Context: an optimization exercise on an open-source flow, tuned for small area and a short achievable clock period. The choices shown serve that exercise and are no tape-out recipe.
In this exercise RTL edits were held to simulation tests only and were not proved equivalent to the original.
Power is estimated from default activity; no workload was simulated.

==> flow/design.v, too long to show whole: its modules and the start of the top module <==
// module til_lane: 738 lines
// module til_lane_unit: 221 lines
module til_lane_unit #(
    parameter LANES = 4
) (
    input                    clk,
    input                    rst,
    input                    issue,
    input  [35:0]            instr,
    input  [LANES*18-1:0]    opa,
    input  [LANES*18-1:0]    opb,
    input  [LANES-1:0]       a_end,
    input  [LANES-1:0]       assigned,
    input                    batch_start,
    input                    flag_clr,
    output [LANES-1:0]       wr_en,
    output [LANES*18-1:0]    wr_data,
    output [LANES-1:0]       pred,
    output [LANES*4-1:0]     flags,
    output reg               trap,
    output reg [3:0]         trap_code
);
  // ...
==> flow/flow/run.sh <==
#!/bin/bash
set -euo pipefail
bash standard.sh SYNTH_ARGS=-noabc SETUP_SLACK_MARGIN=9 TNS_END_PERCENT=0 finish > flow.log 2>&1
==> flow/standard.sh <==
#!/bin/bash
# synth_recipe.tcl (not shown) runs the flow's synth.tcl, then flattens the netlist and writes it again
# the make line also repeats each setting of config.mk as NAME=value (left out here)
make -C /OpenROAD-flow-scripts/flow DESIGN_CONFIG=/design/flow/config.mk WORK_HOME=/design/flow/orfs CLKGATE_MAP_FILE= SYNTH_SCRIPT=/design/flow/synth_recipe.tcl "${@:-finish}"
==> flow/config.mk <==
export PLATFORM = sky130hd
export DESIGN_NAME = til_lane_unit
export DESIGN_NICKNAME = til_lane_unit
export VERILOG_FILES = /design/flow/design.v
export SDC_FILE = /design/flow/constraint.sdc
export NUM_CORES = 8
export LEC_CHECK = 0
export ABC_AREA = 1
export CAP_MARGIN = 20
export CORE_MARGIN = 2
export CORE_UTILIZATION = 35
export PLACE_DENSITY = 0.42
export SLEW_MARGIN = 20
==> flow/constraint.sdc <==
create_clock -name core_clock -period 18.0 [get_ports {clk}]
set_input_delay 3.6000 -clock core_clock [delete_from_list [all_inputs] [get_ports {clk}]]
set_output_delay 3.6000 -clock core_clock [all_outputs]
set_load 0.01 [all_outputs]
==> metrics.yaml, run 1 <==
status: "no timing/DRC/antenna violations"
grt_usage_pct: 39.2
holdPathStages: 2
tritoncts: "built"
grt_pass1_wl_um: 765000
clock.fmax_mhz: 106
buffers_excl_clock: 853
powerSeq_w: 0.00104
multi_input_cells: 10828
wire_per_inst_um: 32.7
p_sw_w: 0.0132
cp_max_fo: 93
design.seq.count: 451
clk_share_pct: 1.80
wl_met2_um: 236000
clkbuf_count: 87
dieArea_um2: 270000
coreArea_um2: 265000
fillers: 28092
wirelength_um: 555000
tap_cells: 3533
final_common_cell: "nand2_1"
endpoint_kind: "flip-flop"
min-delay-start: "g_lane[2].u_lane.acc0[1]"
antenna_found_initial: 39
dp_hpwl_um: 401000
finalPower_w: 0.0225
internal_power_w: 0.00936
cts_buffers: 57
hp-class: "reg -> reg"
cp_top_family: "adder cells"
fin_area_um2: 107000
r2r_slack_ns: 10.89
place_congestion: 1.01
synth_top_area_cell: "fa_1"
drive_gt1_share_pct: 10.4
top_regs: "g_lane.u_lane.acc0 (168), g_lane.u_lane.acc1 (168), g_lane.u_lane.wr_data (72)"
nNonClkInverters: 1185
rsz0062_at_grt: "yes"
vias_per_cell: 6.11
cts_hold_buf: 0
ys_ff_latch: 451
==> inputs of run 2 (changes only) <==
--- a/flow/design.v
+++ b/flow/design.v
@@ -25,47 +25,51 @@
 );
     reg [41:0] acc0, acc1;
     reg        sat0, sat1, sgn0, sgn1;
     wire en = exec & (p | ctl[27]);
     wire [19:0] xm = {{2{v[1] & a[17]}}, a};
     wire [20:0] y  = {{2{v[0] & b[17]}}, b, 1'b0};
     wire [19:0] pp [0:9];
     wire [9:0]  bneg;
+    wire [9:0]  ppc;
     genvar i, j;
     generate
         for (i = 0; i < 10; i = i + 1) begin : g_booth
             wire y2 = y[2*i+2];
             wire y1 = y[2*i+1];
             wire y0 = y[2*i];
             wire one = (y1 ^ y0) & bg;
             wire two = ((y2 & ~y1 & ~y0) | (~y2 & y1 & y0)) & bg;
             assign bneg[i] = y2 ^ opc0;
             assign pp[i][0] = (one & xm[0]) ^ bneg[i];
             for (j = 1; j < 20; j = j + 1) begin : g_pp
                 assign pp[i][j] = ((one & xm[j]) | (two & xm[j-1])) ^ bneg[i];
             end
+            assign ppc[i] = ((one & xm[19]) | (two & xm[18])) ^ !bneg[i];
         end
     endgenerate
     wire [18:0] xt   = {a[17] & (v[0] | v[1]), a};
     wire [42:0] xt43 = {{24{xt[18]}}, xt};
     wire [42:0] tpre = xt43 << bfld[4:0];
     wire [42:0] trow = ({43{tsl}} & tpre) | ({43{tsh}} & {tpre[10:0], 32'd0});
+    wire        trown42 = !(tsl & tpre[42]) & !(tsh & tpre[10]);
     wire [19:1] fit;
     generate
         for (i = 1; i < 19; i = i + 1) begin : g_fit
             assign fit[i] = (xt[18:i-1] == {(19-i+1){xt[18]}});
         end
     endgenerate
     assign fit[19] = 1'b1;
     wire unfit = |(fsel & ~fit);
     wire [41:0] acc0v   = sat0 ? {sgn0, {41{~sgn0}}} : acc0;
     wire [41:0] acc1v   = sat1 ? {sgn1, {41{~sgn1}}} : acc1;
     wire [41:0] acc_cur = v[2] ? acc1v : acc0v;
     wire [41:0] accr    = acc_cur & {42{accen}};
+    wire [41:0] accrn   = ~acc_cur | {42{!accen}};
     wire [41:0] nin     = ctl[13] ? {24'd0, a} : acc_cur;
     wire hs0 = bneg[6] ^ accr[12];
     wire hc0 = bneg[6] & accr[12];
     wire hs1 = accr[13] ^ pp[0][13];
     wire hc1 = accr[13] & pp[0][13];
     wire fs0 = bneg[7] ^ accr[14] ^ pp[0][14];
     wire fc0 = (bneg[7] & accr[14]) | (bneg[7] & pp[0][14]) | (accr[14] & pp[0][14]);
     wire hs2 = pp[1][12] ^ pp[2][10];
@@ -89,54 +93,54 @@
     wire fs6 = bneg[9] ^ accr[18] ^ pp[0][18];
     wire fc6 = (bneg[9] & accr[18]) | (bneg[9] & pp[0][18]) | (accr[18] & pp[0][18]);
     wire fs7 = pp[1][16] ^ pp[2][14] ^ pp[3][12];
     wire fc7 = (pp[1][16] & pp[2][14]) | (pp[1][16] & pp[3][12]) | (pp[2][14] & pp[3][12]);
     wire fs8 = pp[4][10] ^ pp[5][8] ^ pp[6][6];
     wire fc8 = (pp[4][10] & pp[5][8]) | (pp[4][10] & pp[6][6]) | (pp[5][8] & pp[6][6]);
     wire hs6 = pp[7][4] ^ pp[8][2];
     wire hc6 = pp[7][4] & pp[8][2];
-    wire fs9 = 1'b1 ^ accr[19] ^ ~pp[0][19];
-    wire fc9 = (1'b1 & accr[19]) | (1'b1 & ~pp[0][19]) | (accr[19] & ~pp[0][19]);
+    wire fs9 = 1'b1 ^ accr[19] ^ ppc[0];
+    wire fc9 = (1'b1 & accr[19]) | (1'b1 & ppc[0]) | (accr[19] & ppc[0]);
     wire fs10 = pp[1][17] ^ pp[2][15] ^ pp[3][13];
     wire fc10 = (pp[1][17] & pp[2][15]) | (pp[1][17] & pp[3][13]) | (pp[2][15] & pp[3][13]);
     wire fs11 = pp[4][11] ^ pp[5][9] ^ pp[6][7];
     wire fc11 = (pp[4][11] & pp[5][9]) | (pp[4][11] & pp[6][7]) | (pp[5][9] & pp[6][7]);
     wire fs12 = pp[7][5] ^ pp[8][3] ^ pp[9][1];
     wire fc12 = (pp[7][5] & pp[8][3]) | (pp[7][5] & pp[9][1]) | (pp[8][3] & pp[9][1]);
     wire fs13 = 1'b1 ^ accr[20] ^ pp[1][18];
     wire fc13 = (1'b1 & accr[20]) | (1'b1 & pp[1][18]) | (accr[20] & pp[1][18]);
     wire fs14 = pp[2][16] ^ pp[3][14] ^ pp[4][12];
     wire fc14 = (pp[2][16] & pp[3][14]) | (pp[2][16] & pp[4][12]) | (pp[3][14] & pp[4][12]);
     wire fs15 = pp[5][10] ^ pp[6][8] ^ pp[7][6];
     wire fc15 = (pp[5][10] & pp[6][8]) | (pp[5][10] & pp[7][6]) | (pp[6][8] & pp[7][6]);
     wire hs7 = pp[8][4] ^ pp[9][2];
     wire hc7 = pp[8][4] & pp[9][2];
-    wire fs16 = accr[21] ^ ~pp[1][19] ^ pp[2][17];
-    wire fc16 = (accr[21] & ~pp[1][19]) | (accr[21] & pp[2][17]) | (~pp[1][19] & pp[2][17]);
+    wire fs16 = accr[21] ^ ppc[1] ^ pp[2][17];
+    wire fc16 = (accr[21] & ppc[1]) | (accr[21] & pp[2][17]) | (ppc[1] & pp[2][17]);
     wire fs17 = pp[3][15] ^ pp[4][13] ^ pp[5][11];
     wire fc17 = (pp[3][15] & pp[4][13]) | (pp[3][15] & pp[5][11]) | (pp[4][13] & pp[5][11]);
     wire fs18 = pp[6][9] ^ pp[7][7] ^ pp[8][5];
     wire fc18 = (pp[6][9] & pp[7][7]) | (pp[6][9] & pp[8][5]) | (pp[7][7] & pp[8][5]);
     wire fs19 = 1'b1 ^ accr[22] ^ pp[2][18];
     wire fc19 = (1'b1 & accr[22]) | (1'b1 & pp[2][18]) | (accr[22] & pp[2][18]);
     wire fs20 = pp[3][16] ^ pp[4][14] ^ pp[5][12];
     wire fc20 = (pp[3][16] & pp[4][14]) | (pp[3][16] & pp[5][12]) | (pp[4][14] & pp[5][12]);
     wire hs8 = pp[6][10] ^ pp[7][8];
     wire hc8 = pp[6][10] & pp[7][8];
-    wire fs21 = accr[23] ^ ~pp[2][19] ^ pp[3][17];
-    wire fc21 = (accr[23] & ~pp[2][19]) | (accr[23] & pp[3][17]) | (~pp[2][19] & pp[3][17]);
+    wire fs21 = accr[23] ^ ppc[2] ^ pp[3][17];
+    wire fc21 = (accr[23] & ppc[2]) | (accr[23] & pp[3][17]) | (ppc[2] & pp[3][17]);
     wire fs22 = pp[4][15] ^ pp[5][13] ^ pp[6][11];
     wire fc22 = (pp[4][15] & pp[5][13]) | (pp[4][15] & pp[6][11]) | (pp[5][13] & pp[6][11]);
     wire fs23 = 1'b1 ^ accr[24] ^ pp[3][18];
     wire fc23 = (1'b1 & accr[24]) | (1'b1 & pp[3][18]) | (accr[24] & pp[3][18]);
     wire hs9 = pp[4][16] ^ pp[5][14];
     wire hc9 = pp[4][16] & pp[5][14];
-    wire fs24 = accr[25] ^ ~pp[3][19] ^ pp[4][17];
-    wire fc24 = (accr[25] & ~pp[3][19]) | (accr[25] & pp[4][17]) | (~pp[3][19] & pp[4][17]);
+    wire fs24 = accr[25] ^ ppc[3] ^ pp[4][17];
+    wire fc24 = (accr[25] & ppc[3]) | (accr[25] & pp[4][17]) | (ppc[3] & pp[4][17]);
     wire hs10 = 1'b1 ^ accr[26];
     wire hc10 = 1'b1 & accr[26];
     wire hs11 = bneg[3] ^ accr[6];
     wire hc11 = bneg[3] & accr[6];
     wire hs12 = accr[7] ^ pp[0][7];
     wire hc12 = accr[7] & pp[0][7];
     wire fs25 = bneg[4] ^ accr[8] ^ pp[0][8];
     wire fc25 = (bneg[4] & accr[8]) | (bneg[4] & pp[0][8]) | (accr[8] & pp[0][8]);
@@ -243,38 +247,38 @@
     wire fs72 = fc23 ^ fs24 ^ trow[25];
     wire fc72 = (fc23 & fs24) | (fc23 & trow[25]) | (fs24 & trow[25]);
     wire fs73 = pp[4][18] ^ pp[5][16] ^ pp[6][14];
     wire fc73 = (pp[4][18] & pp[5][16]) | (pp[4][18] & pp[6][14]) | (pp[5][16] & pp[6][14]);
     wire fs74 = pp[7][12] ^ pp[8][10] ^ pp[9][8];
     wire fc74 = (pp[7][12] & pp[8][10]) | (pp[7][12] & pp[9][8]) | (pp[8][10] & pp[9][8]);
     wire fs75 = hs10 ^ fc24 ^ trow[26];
     wire fc75 = (hs10 & fc24) | (hs10 & trow[26]) | (fc24 & trow[26]);
-    wire fs76 = accr[27] ^ ~pp[4][19] ^ pp[5][17];
-    wire fc76 = (accr[27] & ~pp[4][19]) | (accr[27] & pp[5][17]) | (~pp[4][19] & pp[5][17]);
+    wire fs76 = accr[27] ^ ppc[4] ^ pp[5][17];
+    wire fc76 = (accr[27] & ppc[4]) | (accr[27] & pp[5][17]) | (ppc[4] & pp[5][17]);
     wire fs77 = pp[6][15] ^ pp[7][13] ^ pp[8][11];
     wire fc77 = (pp[6][15] & pp[7][13]) | (pp[6][15] & pp[8][11]) | (pp[7][13] & pp[8][11]);
     wire fs78 = pp[9][9] ^ hc10 ^ trow[27];
     wire fc78 = (pp[9][9] & hc10) | (pp[9][9] & trow[27]) | (hc10 & trow[27]);
     wire fs79 = 1'b1 ^ accr[28] ^ pp[5][18];
     wire fc79 = (1'b1 & accr[28]) | (1'b1 & pp[5][18]) | (accr[28] & pp[5][18]);
     wire fs80 = pp[6][16] ^ pp[7][14] ^ pp[8][12];
     wire fc80 = (pp[6][16] & pp[7][14]) | (pp[6][16] & pp[8][12]) | (pp[7][14] & pp[8][12]);
     wire hs17 = pp[9][10] ^ trow[28];
     wire hc17 = pp[9][10] & trow[28];
-    wire fs81 = accr[29] ^ ~pp[5][19] ^ pp[6][17];
-    wire fc81 = (accr[29] & ~pp[5][19]) | (accr[29] & pp[6][17]) | (~pp[5][19] & pp[6][17]);
+    wire fs81 = accr[29] ^ ppc[5] ^ pp[6][17];
+    wire fc81 = (accr[29] & ppc[5]) | (accr[29] & pp[6][17]) | (ppc[5] & pp[6][17]);
     wire fs82 = pp[7][15] ^ pp[8][13] ^ pp[9][11];
     wire fc82 = (pp[7][15] & pp[8][13]) | (pp[7][15] & pp[9][11]) | (pp[8][13] & pp[9][11]);
     wire fs83 = 1'b1 ^ accr[30] ^ pp[6][18];
     wire fc83 = (1'b1 & accr[30]) | (1'b1 & pp[6][18]) | (accr[30] & pp[6][18]);
     wire hs18 = pp[7][16] ^ pp[8][14];
     wire hc18 = pp[7][16] & pp[8][14];
-    wire fs84 = accr[31] ^ ~pp[6][19] ^ pp[7][17];
-    wire fc84 = (accr[31] & ~pp[6][19]) | (accr[31] & pp[7][17]) | (~pp[6][19] & pp[7][17]);
+    wire fs84 = accr[31] ^ ppc[6] ^ pp[7][17];
+    wire fc84 = (accr[31] & ppc[6]) | (accr[31] & pp[7][17]) | (ppc[6] & pp[7][17]);
     wire hs19 = 1'b1 ^ accr[32];
     wire hc19 = 1'b1 & accr[32];
     wire hs20 = bneg[1] ^ accr[2];
     wire hc20 = bneg[1] & accr[2];
     wire hs21 = accr[3] ^ pp[0][3];
     wire hc21 = accr[3] & pp[0][3];
     wire fs85 = bneg[2] ^ accr[4] ^ pp[0][4];
     wire fc85 = (bneg[2] & accr[4]) | (bneg[2] & pp[0][4]) | (accr[4] & pp[0][4]);
@@ -387,26 +391,26 @@
     wire fs137 = pp[8][15] ^ pp[9][13] ^ hc18;
     wire fc137 = (pp[8][15] & pp[9][13]) | (pp[8][15] & hc18) | (pp[9][13] & hc18);
     wire fs138 = fc83 ^ fs84 ^ trow[31];
     wire fc138 = (fc83 & fs84) | (fc83 & trow[31]) | (fs84 & trow[31]);
     wire fs139 = pp[7][18] ^ pp[8][16] ^ pp[9][14];
     wire fc139 = (pp[7][18] & pp[8][16]) | (pp[7][18] & pp[9][14]) | (pp[8][16] & pp[9][14]);
     wire fs140 = hs19 ^ fc84 ^ trow[32];
     wire fc140 = (hs19 & fc84) | (hs19 & trow[32]) | (fc84 & trow[32]);
-    wire fs141 = accr[33] ^ ~pp[7][19] ^ pp[8][17];
-    wire fc141 = (accr[33] & ~pp[7][19]) | (accr[33] & pp[8][17]) | (~pp[7][19] & pp[8][17]);
+    wire fs141 = accr[33] ^ ppc[7] ^ pp[8][17];
+    wire fc141 = (accr[33] & ppc[7]) | (accr[33] & pp[8][17]) | (ppc[7] & pp[8][17]);
     wire fs142 = pp[9][15] ^ hc19 ^ trow[33];
     wire fc142 = (pp[9][15] & hc19) | (pp[9][15] & trow[33]) | (hc19 & trow[33]);
     wire fs143 = 1'b1 ^ accr[34] ^ pp[8][18];
     wire fc143 = (1'b1 & accr[34]) | (1'b1 & pp[8][18]) | (accr[34] & pp[8][18]);
     wire hs24 = pp[9][16] ^ trow[34];
     wire hc24 = pp[9][16] & trow[34];
-    wire fs144 = accr[35] ^ ~pp[8][19] ^ pp[9][17];
-    wire fc144 = (accr[35] & ~pp[8][19]) | (accr[35] & pp[9][17]) | (~pp[8][19] & pp[9][17]);
+    wire fs144 = accr[35] ^ ppc[8] ^ pp[9][17];
+    wire fc144 = (accr[35] & ppc[8]) | (accr[35] & pp[9][17]) | (ppc[8] & pp[9][17]);
     wire hs25 = 1'b1 ^ accr[36];
     wire hc25 = 1'b1 & accr[36];
     wire hs26 = bneg[0] ^ accr[0];
     wire hc26 = bneg[0] & accr[0];
     wire hs27 = accr[1] ^ pp[0][1];
     wire hc27 = accr[1] & pp[0][1];
     wire fs145 = pp[0][2] ^ pp[1][0] ^ hs20;
     wire fc145 = (pp[0][2] & pp[1][0]) | (pp[0][2] & hs20) | (pp[1][0] & hs20);
@@ -473,18 +477,18 @@
     wire fs176 = fc139 ^ fs141 ^ fc140;
     wire fc176 = (fc139 & fs141) | (fc139 & fc140) | (fs141 & fc140);
     wire fs177 = fc141 ^ fs143 ^ hs24;
     wire fc177 = (fc141 & fs143) | (fc141 & hs24) | (fs143 & hs24);
     wire fs178 = fc143 ^ fs144 ^ trow[35];
     wire fc178 = (fc143 & fs144) | (fc143 & trow[35]) | (fs144 & trow[35]);
     wire fs179 = pp[9][18] ^ hs25 ^ fc144;
     wire fc179 = (pp[9][18] & hs25) | (pp[9][18] & fc144) | (hs25 & fc144);
-    wire fs180 = accr[37] ^ ~pp[9][19] ^ hc25;
-    wire fc180 = (accr[37] & ~pp[9][19]) | (accr[37] & hc25) | (~pp[9][19] & hc25);
+    wire fs180 = accr[37] ^ ppc[9] ^ hc25;
+    wire fc180 = (accr[37] & ppc[9]) | (accr[37] & hc25) | (ppc[9] & hc25);
     wire hs28 = 1'b1 ^ accr[38];
     wire hc28 = 1'b1 & accr[38];
     wire hs29 = 1'b1 ^ accr[39];
     wire hc29 = 1'b1 & accr[39];
     wire hs30 = 1'b1 ^ accr[40];
     wire hc30 = 1'b1 & accr[40];
     wire hs31 = pp[0][0] ^ hs26;
     wire hc31 = pp[0][0] & hs26;
@@ -563,20 +567,20 @@
     wire fs217 = trow[37] ^ fs180 ^ fc179;
     wire fc217 = (trow[37] & fs180) | (trow[37] & fc179) | (fs180 & fc179);
     wire fs218 = hs28 ^ fc180 ^ trow[38];
     wire fc218 = (hs28 & fc180) | (hs28 & trow[38]) | (fc180 & trow[38]);
     wire fs219 = hc28 ^ hs29 ^ trow[39];
     wire fc219 = (hc28 & hs29) | (hc28 & trow[39]) | (hs29 & trow[39]);
     wire fs220 = hc29 ^ hs30 ^ trow[40];
     wire fc220 = (hc29 & hs30) | (hc29 & trow[40]) | (hs30 & trow[40]);
-    wire fs221 = ~accr[41] ^ hc30 ^ trow[41];
-    wire fc221 = (~accr[41] & hc30) | (~accr[41] & trow[41]) | (hc30 & trow[41]);
+    wire fs221 = accrn[41] ^ hc30 ^ trow[41];
+    wire fc221 = (accrn[41] & hc30) | (accrn[41] & trow[41]) | (hc30 & trow[41]);
     wire [43:0] tsum = {1'b1, fc221, fc220, fc219, fc218, fc217, fc216, fc215, fc214, fc213, fc212, fc211, fc210, fc209, fc208, fc207, fc206, fc205, fc204, fc203, fc202, fc201, fc200, fc199, fc198, fc197, fc196, fc195, fc194, fc193, fc192, fc191, fc190, fc189, fc188, fc187, fc186, fc185, fc184, fc183, fc182, fc181, hc31, trow[0]};
-    wire [43:0] tcar = {1'b0, ~trow[42], fs221, fs220, fs219, fs218, fs217, fs216, fs215, fs214, fs213, fs212, fs211, fs210, fs209, fs208, fs207, fs206, fs205, fs204, fs203, fs202, fs201, fs200, fs199, fs198, fs197, fs196, fs195, fs194, fs193, fs192, fs191, fs190, fs189, fs188, fs187, fs186, fs185, fs184, fs183, fs182, fs181, hs31};
+    wire [43:0] tcar = {1'b0, trown42, fs221, fs220, fs219, fs218, fs217, fs216, fs215, fs214, fs213, fs212, fs211, fs210, fs209, fs208, fs207, fs206, fs205, fs204, fs203, fs202, fs201, fs200, fs199, fs198, fs197, fs196, fs195, fs194, fs193, fs192, fs191, fs190, fs189, fs188, fs187, fs186, fs185, fs184, fs183, fs182, fs181, hs31};
     wire [43:0] cg0 = tsum & tcar;
     wire [43:0] cp0 = tsum ^ tcar;
     wire [43:0] cg [0:6];
     wire [43:0] cp [0:6];
     assign cg[0] = cg0;
     assign cp[0] = cp0;
     generate
         for (i = 0; i < 6; i = i + 1) begin : g_pfx
==> flow/flow/run.sh (replaced) <==
#!/bin/bash
# Layout flow: the standard ORFS flow (standard.sh, standard synthesis
# unchanged) with three changes.
#  - SETUP_SLACK_MARGIN=9: repair_timing is asked for more setup slack than
#    the 18 ns constraint needs, so that it keeps shortening the worst path.
#  - TNS_END_PERCENT=0: it works on the worst endpoint only.
#  - BUFFER_PORTS_ARGS: every input and output port still gets its own
#    buffer, but a buf_2 rather than the default clkdlybuf4s50_1 delay cell.
# make's output goes to flow.log; each ORFS step writes its own log under
# orfs/logs/.
set -euo pipefail
bash standard.sh SETUP_SLACK_MARGIN=9 TNS_END_PERCENT=0 \
    'BUFFER_PORTS_ARGS=-buffer_cell sky130_fd_sc_hd__buf_2' finish > flow.log 2>&1
==> metrics.yaml, run 2 <==
power.density_nw_per_um2: 243
path_clk_slew_ns: 0.07
yosysWarnings: 2
endpoint_kind: "flip-flop"
syn2layout_area_growth_pct: 13.6
dieWidth_um: 531
clock_latency_ns: 0.80
dp_slack_ns: 6.11
cts_buffers: 58  # +1.8%
route.vias.total: 111547
layout_setup_ws_ns: 8.53
ys.flop_type: "dfxtp_1"
vdd_drop_max_mv: 0.742
final_nets: 16158
layout_min_cycle_time_ns: 9.47
status: "no timing/DRC/antenna violations"
initial_utilization_pct: 35.1
rows: 193
r2r_slack_ns: 10.73  # -0.16 ns
cts.path.max_buffers: 3
final_util_pct: 39.9
drive_gt1_share_pct: 11.2  # +0.78 points
dieArea_um2: 281000  # +4.2%
drt_iter0_drc: 14781
grt_usage_pct: 41.3  # +2.1 points
synthTopCellsByCount: "nand2_1, nand3_1, inv_1, xor2_1, o21ai_0"
final_cell_mix: "nand2_1, nand3_1, inv_1"
final_common_cell: "nand2_1"
hold_viol: 0
antenna_found_initial: 29  # -26%
die_h_um: 531
synth.distinct_cells: 75
fin_tns_setup_ns: 0
total_leakage_power_nw: 51.3
cp_max_fo: 62  # -33%
synth_top_area_cell: "fa_1"
postRouteAntennaNets: 0
seqPwrFrac_pct: 3.9
boundaryPins: 294
hp-class: "reg -> reg"
clock.fmax_mhz: 106  # -0.83%
wirelength_um: 598000  # +7.9%
htree_levels: 2
synth-edff-count: 8
p_sw_w: 0.0163  # +24%
finClkSkew_ns: 0.0576
coreArea_um2: 276000  # +4.3%
critical_path_arrival_ns: 10.07
slew_viol_final: 0
avgSynthCellArea_um2: 6.67
drt-pass1-iter-count: 10
syn-cell-area_um2: 97000
wire_per_inst_um: 32.7  # about the same
grt.overflow.total: 0
synthArstFlopShare_pct: 0
top_regs: "g_lane.u_lane.acc0 (168), g_lane.u_lane.acc1 (168), g_lane.u_lane.wr_data (72)"
relSlewSlack_pct: 9.87
vias_per_cell: 6.09  # -0.35%
drc_errors: 0
p_clk_share_pct: 4.9
critPathLaunchType: "input pin"
dp_hpwl_um: 446000  # +11%
grt_pass1_wl_um: 830000  # +8.4%
port_buffers: 291
max_cap_violations: 0
grt_pass1_vias: 106498
ys_ff_latch: 451  # unchanged
p_sw_share_pct: 61.0
tightest_slew_ns: 1.35
combPwrFrac_pct: 91.2
critPathKind: "in -> reg"
rsz0062_at_grt: "yes"
clock-sinks: 451
setup_violations: 0
ys_seq_area_share_pct: 9.39
synth_top_area_share_pct: 18.5
yosysMostFrequentCell: "nand2_1"
worstPathRequired_ns: 18.60
yosys-top-cells-area: "fa_1, nand2_1, nand3_1"
root_buffer: "clkbuf_16"
internal_power_w: 0.0104  # +12%
fin_crit_sh_pct: 52.6
synth_cells: 14544
fillers: 29963  # +6.7%
grt_max_degree: 166
place_congestion: 0.994  # -1.4%
tritoncts: "built"
run 2: cell count changes after synthesis, moves of 61 or more:
| cell | change |
|---|---|
| nand4_1 | +61 |
| o21ai_0 | -113 |
| o22ai_1 | -136 |
| nor2_1 | -191 |
| inv_1 | +578 |
| nand2_1 | +282 |
| nand3_1 | +692 |
run 2: cells by family (layout without fill, tap and decap cells):
kind of cell,after synthesis,in the layout,synth area share [%]
simple gates,5863,5863,26.2
compound gates,2889,2889,17.4
buf+inv,2765,2815,11.2
fa+ha+maj,1418,1418,25.2
xor+xnor,1114,1114,10.1
flops,451,451,9.39
mux,43,43,0.444
other cells,1,17,0.00386
run 2: area by class of cell:
cell class	instances	area [um^2]	area share, %
Antenna cell	15	37.5	0.0341
Sequential cell	451	9110	8.27
Multi-Input combinational cell	11329	79700	72.4
Inverter	1798	7160	6.50
Clock inverter	28	394	0.358
Clock buffer	80	1700	1.54
Tap cell	3705	4640	4.21
Timing Repair Buffer	899	7340	6.67
Timing Repair inverter	10	85.1	0.0772
run 2: metal layers:
metal / GRT usage [%] / wire length, um
met1: 55.8 / 247000
met2: 60.8 / 249000
met3: 9.54 / 64800
met4: 21.5 / 37700
met5: 0 / 132
run 2: timing repair:
action	4_1_cts	5_1_grt
endpoints found under the hold margin	0	0
resized for setup	446	105
pin swaps	117	62
gates cloned	22	4
setup buffers	224	54
hold buffers	0	0
endpoints found under the setup margin	435	429
run 2: path summary, 6_finish.rpt:
path | from | to | cells past startpoint
max reg2reg | g_lane[0].u_lane.sat1 | g_lane[0].u_lane.acc0[33] | 27
min | g_lane[0].u_lane.acc1[14] | g_lane[0].u_lane.acc1[14] | 2
max | instr[4] | g_lane[2].u_lane.acc0[23] | 25
min reg2reg | g_lane[0].u_lane.acc1[14] | g_lane[0].u_lane.acc1[14] | 2
run 2: power by group through the flow:
stage	combinational (W)	sequential, W	clock [W]
floorplan	0.0134	0.00107	0
global placement	0.0216	0.00106	0
detailed placement	0.0217	0.00106	0
CTS	0.0236	0.00104	0.00133
global route	0.0264	0.00105	0.00137
finish	0.0244	0.00104	0.00132
run 2: worst max-delay path, stage by stage:
cell and delay, ns:
buf_12 0.19, buf_16 0.25, nor2_1 0.36, inv_1 0.25, nor2_4 0.19, buf_4 0.48
nand3_1 0.63, fa_1 0.62, inv_1 0.09, fa_1 0.41, fa_1 0.51, ha_1 0.35
a21oi_2 0.18, inv_1 0.10, nand2_1 0.07, nand2_1 0.10, nand2_1 0.13, nand2_4 0.10
inv_1 0.12, o21ai_1 0.10, a21o_1 0.21, a21o_1 0.22, a21oi_2 0.21, xor2_2 0.29
o21ai_0 0.13
run 2: stage by stage:
step / total power, W / hold slack, ns / instance area, um^2 / instances
after floorplan: 0.0144 / 0.429 / 98500 / 14545
after global placement: 0.0226 / 0.442 / 103000 / 17887
after detailed placement: 0.0227 / 0.446 / 103000 / 17887
after CTS: 0.0260 / 0.463 / 109000 / 18241
after global routing: 0.0288 / 0.482 / 110000 / 18301
final: 0.0268 / 0.464 / 110000 / 18315

==> what the ideal ports hide <==
The flow's constraints put no driver on any port. The routed layouts listed below were extracted and timed again, unchanged, in two steps. Step 1, drivers: a clkbuf_16 drives clk and a buf_2 each remaining input, both assumed. Step 2, shift: input delay + t, output delay - t, t = (earliest + latest rising clock arrival at the registers) / 2. This alone moves slack from input paths to output paths. a / b / c = no drivers / after step 1 / after step 2; a / b = the first two.
run | shift t [ns] | slack for setup (ns) | worst setup path at the end
run 1 | 0.870 | 8.608 / 8.585 / 7.715 | input to register
run 2 | 0.866 | 8.530 / 8.367 / 7.501 | input to register
After both steps every run listed still meets setup and hold. The setup slack of run 2, which loses most, moves by -0.163 ns with the drivers and by -1.029 ns with both steps.
